Context: an optimization exercise on an open-source flow, tuned for small area and a short achievable clock period. The choices shown serve that exercise and are no tape-out recipe.
The RTL was checked by simulation tests, not by an equivalence proof against the original design.
No activity file was given, so power comes from the tool's default toggle rates.

==> flow/design.v (outline; a module is shown in full before it is edited, if it fits) <==
// module sab: 771 lines
module sab (
    input  wire        clk,
    input  wire        rst,         
    input  wire        ce,          
    input  wire        load,        
    input  wire        sub,         
    input  wire [13:0] a,
    input  wire [13:0] d,
    input  wire [13:0] b,
    input  wire [4:0]  ea,
    input  wire [4:0]  eb,
    input  wire        cfg_asign,
    input  wire        cfg_bsign,
    input  wire        cfg_preadd,
    input  wire        cfg_scaled,
    input  wire [5:0]  cfg_accexp,
    input  wire        cfg_accsat,
    input  wire [1:0]  cfg_ofmt,
    input  wire [5:0]  cfg_oshift,
    input  wire [1:0]  cfg_rmode,
    input  wire        cfg_osat,
    input  wire        cfg_osign,
    output reg  [41:0] out,
    output reg  [4:0]  oexp,
    output reg         satf,
    output reg         accov
);
  // ...
==> flow/flow/run.sh <==
#!/bin/bash
set -euo pipefail
cd "$(dirname "$0")/.."
export SETUP_SLACK_MARGIN=${SETUP_SLACK_MARGIN_OVERRIDE:-11}
bash standard.sh > flow_make.log 2>&1
==> flow/standard.sh <==
#!/bin/bash
# synth_recipe.tcl (not shown) runs the flow's synth.tcl, then flattens the netlist and writes it again
# the make line also repeats each setting of config.mk as NAME=value (left out here)
make -C /OpenROAD-flow-scripts/flow DESIGN_CONFIG=/design/flow/config.mk WORK_HOME=/design/flow/orfs CLKGATE_MAP_FILE= SYNTH_SCRIPT=/design/flow/synth_recipe.tcl "${@:-finish}"
==> flow/config.mk <==
export PLATFORM = sky130hd
export DESIGN_NAME = sab
export DESIGN_NICKNAME = sab
export VERILOG_FILES = /design/flow/design.v
export SDC_FILE = /design/flow/constraint.sdc
export NUM_CORES = 4
export LEC_CHECK = 0
export ABC_AREA = 1
export CAP_MARGIN = 20
export CORE_MARGIN = 2
export CORE_UTILIZATION = 40
export PLACE_DENSITY = 0.6
export SLEW_MARGIN = 20
==> flow/constraint.sdc <==
create_clock -name core_clock -period 16.0 [get_ports {clk}]
set_input_delay 3.2000 -clock core_clock [delete_from_list [all_inputs] [get_ports {clk}]]
set_output_delay 3.2000 -clock core_clock [all_outputs]
set_load 0.01 [all_outputs]
==> results.json, run 1 <==
{
  "grt_pass1_vias": 30700,
  "yosysWarnings": 1,
  "sh_seq_area_pct": 20.8,
  "cts_root_buf": "clkbuf_16",
  "met3_usage_pct": 3.49,
  "synth_simple_gate_area_share_pct": 28.2,
  "synth_compound_area_share_pct": 17.1,
  "hpwl_mm": 88.6,
  "p_per_area_nw_per_um2": 249,
  "multi_input_area_share_pct": 59.1,
  "p_switching_mw": 4.56,
  "design_area_um2": 37700,
  "die_h_um": 288,
  "outcome": "finished clean",
  "clk_share_pct": 3.39,
  "final_common_cell": "nand2_1",
  "cp_slowest_stage_delay_ns": 0.54,
  "synth_seq_cells": 301,
  "worst_pin_slew_ns": 1.04,
  "finalSetupViolCount": 0,
  "yosys.area.top_type": "edfxtp_1",
  "p_seq_share_pct": 14.5,
  "crit_end": "prod_q[25]",
  "viasPerCell": 5.66,
  "setup_slack_ns": 10.92,
  "synth_common_cells": "nand2_1, inv_1, nand3_1",
  "rows": 104,
  "antenna_left": 0,
  "placed_cells": 5687,
  "rr_worst_depth": 20,
  "worstHoldStart": "accov_q",
  "max-cap-violations": 0,
  "nNonClkBuffers": 289,
  "maxSlewHeadroom_pct": 30.5,
  "path_clk_slew_ns": 0.07,
  "multi_input_gates": 3634,
  "fin_nets": 5161,
  "fin_util_pct": 46.9,
  "cts_tree": "built",
  "non_clock_inverter_count": 541,
  "dp_worst_setup_slack_ns": 9.33,
  "taps": 1060,
  "critPathCaptureType": "flip-flop",
  "pg_comb_mw": 7.13,
  "grt_overflow": 0
}
==> inputs of run 2 (changes only) <==
==> flow/flow/run.sh (replaced) <==
#!/bin/bash
set -euo pipefail
cd "$(dirname "$0")/.."
export SETUP_SLACK_MARGIN=${SETUP_SLACK_MARGIN_OVERRIDE:-12}
bash standard.sh > flow_make.log 2>&1
==> run 2 against run 1 <==
Cell count rose by 3.9%; register-to-register slack worse by 0.04 ns; synthesized cell count unchanged; non-clock buffer count is 212 higher; critical path depth increased by 3; combinational power grew 21%; worst hold slack got worse by 0.029 ns; first-iteration DRC count increased by 14%; global-route usage increased by 2.2 points; total power up 16%; clock skew is 0.0056 ns lower; clock power grew 1%.
==> results.json, run 2 <==
{
  "synth_seq_cells": 301,
  "syn_inst": 4700,
  "max-cap-violations": 0,
  "core_um2": 80300,
  "finalPower_mw": 10.9,
  "crit_arrival_ns": 5.42,
  "area_growth_pct": 32.4,
  "crit_type": "reg -> reg",
  "port_buffers": 128,
  "drt_iter0_drc": 3998,
  "rows": 104,
  "viasPerCell": 5.82,
  "hpwl_mm": 89.2,
  "clock_sinks": 301,
  "rsz0062_at_grt": "yes",
  "drt-pass1-iter-count": 9,
  "syn_area_per_cell_um2": 6.87,
  "clockBufferDepth": 3,
  "fillers": 7559,
  "clkLatencyLatePin_ns": 0.57,
  "drt-wirelength-per-cell_um": 21.8,
  "hp-class": "reg -> reg",
  "yosys.area.top_type": "edfxtp_1",
  "die_area_um2": 83000,
  "synth_edf_count": 182,
  "synthesis.area_um2": 32300,
  "fmax_ghz": 0.195,
  "finalSetupTns_ns": 0,
  "dp_worst_setup_slack_ns": 9.35,
  "hold_buffers": 0,
  "yosys.cell_count.top_type": "nand2_1",
  "fin_nets": 5392,
  "synth_common_cells": "nand2_1, inv_1, nand3_1",
  "placed_cells": 5688,
  "place_congestion": 1.02,
  "final_period_minus_worst_setup_slack_ns": 5.12,
  "routed_wl_mm": 134,
  "grt_overflow": 0,
  "cp_common_cell": "nand2_1",
  "drc": 0,
  "ys_types": 72,
  "grt_pass1_vias": 32800,
  "clock_skew_ns": 0.0270,
  "num_vias": 35600,
  "largest_register_ffs": 43,
  "critPathTopFamily": "adder cells",
  "outcome": "finished clean",
  "cp_slowest_stage_delay_ns": 0.58,
  "final_common_cell": "nand2_1",
  "yosysWarnings": 1,
  "die_x_um": 288,
  "antenna_found_initial": 2,
  "ios": 129,
  "htreeDepth": 2,
  "synth_sequential_area_ratio_pct": 24.3,
  "ir_worst_vdd_mv": 0.333,
  "die_h_um": 288,
  "cp-start-kind": "flip-flop",
  "hold_ws_ns": 0.419,
  "cp_max_fo": 10,
  "p_leak_nw": 19.2,
  "start_util_pct": 40.2,
  "fin_crit_sh_pct": 32.0,
  "cp_num_buf_inv": 4,
  "track_usage_pct": 29.7,
  "antenna_left": 0,
  "finalNonFillerCells": 6125,
  "synth-async-reset-ratio_pct": 0,
  "synth_area_leaders": "edfxtp_1, nand2_1, dfxtp_1",
  "grt_max_degree": 77,
  "maxSlewHeadroom_pct": 25.3,
  "cts_root_buf": "clkbuf_16",
  "finalSetupViolCount": 0,
  "cts_tree": "built",
  "required_ns": 16.30,
  "top_register": "al_q",
  "setup_slack_ns": 10.88,
  "worst_pin_slew_ns": 1.11,
  "path_clk_slew_ns": 0.06,
  "finalHoldViolCount": 0,
  "numCtsBuffers": 38,
  "critPathCaptureType": "flip-flop",
  "layout-drive-gt1-share_pct": 23.6,
  "p_per_area_nw_per_um2": 256,
  "grt_first_pass_wirelength_mm": 192,
  "path_cells": "clkinvlp_4, nand2_2, o21ai_4, buf_12, buf_4, o22ai_1, xor2_1, fa_2, fa_1, inv_1, fa_1, fa_2, ha_2, a21oi_2, o21ai_2, a21oi_2, o21ai_2, nand2_1, nand2_1, nand2_1, nand2_1, nand2_1, nand2_2",
  "yosysTopAreaCellShare_pct": 16.9,
  "ys.flop_type": "edfxtp_1",
  "synth_fp_nets": 5055,
  "final_cell_mix": "nand2_1, inv_1, nand3_1",
  "maxSlewViolCount": 0,
  "crit_slowest_cell": "fa_2"
}
==> run 2: cell counts after synthesis <==
No cell type changed its count.
==> run 2: layer usage <==
layer  up-vias  share of wire (%)  track usage, %  wire, um
met4         0                6.0            13.7      8040
met5         -                  0               0         0
met2      1951                 45            48.2     60300
met3       514                9.4            4.50     12500
li1      16500                  -               -         -
met1     16700                 40            38.8     52800
==> run 2: cell families (layout without fill, tap and decap cells) <==
| family | Yosys count | count (layout) | share of synthesized area (%) |
|---|---|---|---|
| and+or+nand+nor | 2105 | 2117 | 28.2 |
| AOI/OAI and AO/OA | 961 | 962 | 17.1 |
| buffers and inverters | 770 | 1121 | 9.66 |
| DFF | 301 | 301 | 24.3 |
| adders and majority gates | 275 | 275 | 12.8 |
| xor gates and xnor gates | 255 | 255 | 6.92 |
| muxes | 33 | 33 | 1.03 |
| other | 0 | 1 | 0 |
==> run 2: worst paths after layout <==
check	start	endpoint	slack, ns	depth (start not counted)
setup / recovery	b_q[7]	prod_q[28]	10.88	23
hold / removal	load_q	load1_q	0.42	0
setup reg to reg	b_q[7]	prod_q[28]	10.88	23
hold reg to reg	load_q	load1_q	0.42	0
==> run 2: final cells by class <==
| class | count | area (um^2) | share of cell area, % |
|---|---|---|---|
| multi-input combinational | 3642 | 24300 | 56.9 |
| sequential | 301 | 7920 | 18.5 |
| timing repair buffer | 501 | 5380 | 12.6 |
| inverter | 540 | 2290 | 5.36 |
| tap | 1060 | 1330 | 3.10 |
| clock buffer | 52 | 1070 | 2.50 |
| clock inverter | 15 | 221 | 0.518 |
| timing repair inverter | 13 | 215 | 0.503 |
| antenna | 1 | 2.50 | 0.00585 |
==> run 2: power breakdown <==
| part | internal (mW) | switching, mW | total, mW |
|---|---|---|---|
| clock network | 0.550 | 0.356 | 0.906 |
| logic | 3.92 | 4.74 | 8.66 |
| registers | 1.21 | 0.148 | 1.36 |
==> run 2: worst register-to-register path, stage by stage (launching register included) <==
cell        delay, ns
edfxtp_1         0.52
clkinvlp_4       0.25
nand2_2          0.13
o21ai_4          0.07
buf_12           0.14
buf_4            0.13
o22ai_1          0.13
xor2_1           0.26
fa_2             0.49
fa_1             0.53
inv_1            0.07
fa_1             0.40
fa_2             0.58
ha_2             0.33
a21oi_2          0.17
o21ai_2          0.08
a21oi_2          0.16
o21ai_2          0.08
nand2_1          0.06
nand2_1          0.05
nand2_1          0.07
nand2_1          0.06
nand2_1          0.06
nand2_2          0.07
==> run 2: stage by stage <==
| stage | util, % | area [um^2] |
|---|---|---|
| 2_1_floorplan | - | 32800 |
| 3_3_place_gp | 42.9 | 34400 |
| 3_5_place_dp | 42.9 | 34400 |
| 4_1_cts | 48.6 | 39000 |
| 5_1_grt | 53.3 | 42800 |
| 6_report | 53.3 | 42800 |
==> run 2: timing repair <==
| action | in CTS | in global routing |
|---|---|---|
| gates cloned | 30 | 28 |
| setup buffers | 151 | 160 |
| hold endpoints to repair | 0 | 0 |
| pin swaps | 104 | 211 |
| endpoints found under the setup margin | 337 | 193 |
| resized for setup | 660 | 469 |

-- separate check: timing with driven ports --
No port has a modelled driver above. Below, the same layouts with a new extraction and two added sets of constraints. Step 1: set_driving_cell puts a clkbuf_16 on clk and a buf_2 on each other input, an assumption about the parent block. Step 2 times the ports against the registers' clock, not the clock port: input delays grow and output delays shrink by t, the midpoint of the rising clock arrivals with the driver on. a / b / c = ideal / step 1 / step 2; a / b = the first two.
| run | shift t [ns] | setup WS [ns] | hold WS [ns] | worst setup path after step 2 | latest minus earliest clock arrival (ns) |
|---|---|---|---|---|---|
| run 1 | 0.638 | 10.917 / 10.917 / 10.399 | 0.448 / 0.448 / 0.448 | input to register | 0.040 / 0.040 |
| run 2 | 0.623 | 10.880 / 10.880 / 10.276 | 0.419 / 0.419 / 0.419 | input to register | 0.027 / 0.027 |
After both steps every run listed still meets setup and hold. The setup slack of run 2, which loses most, moves by 0.000 ns with the drivers and by -0.604 ns with both steps.
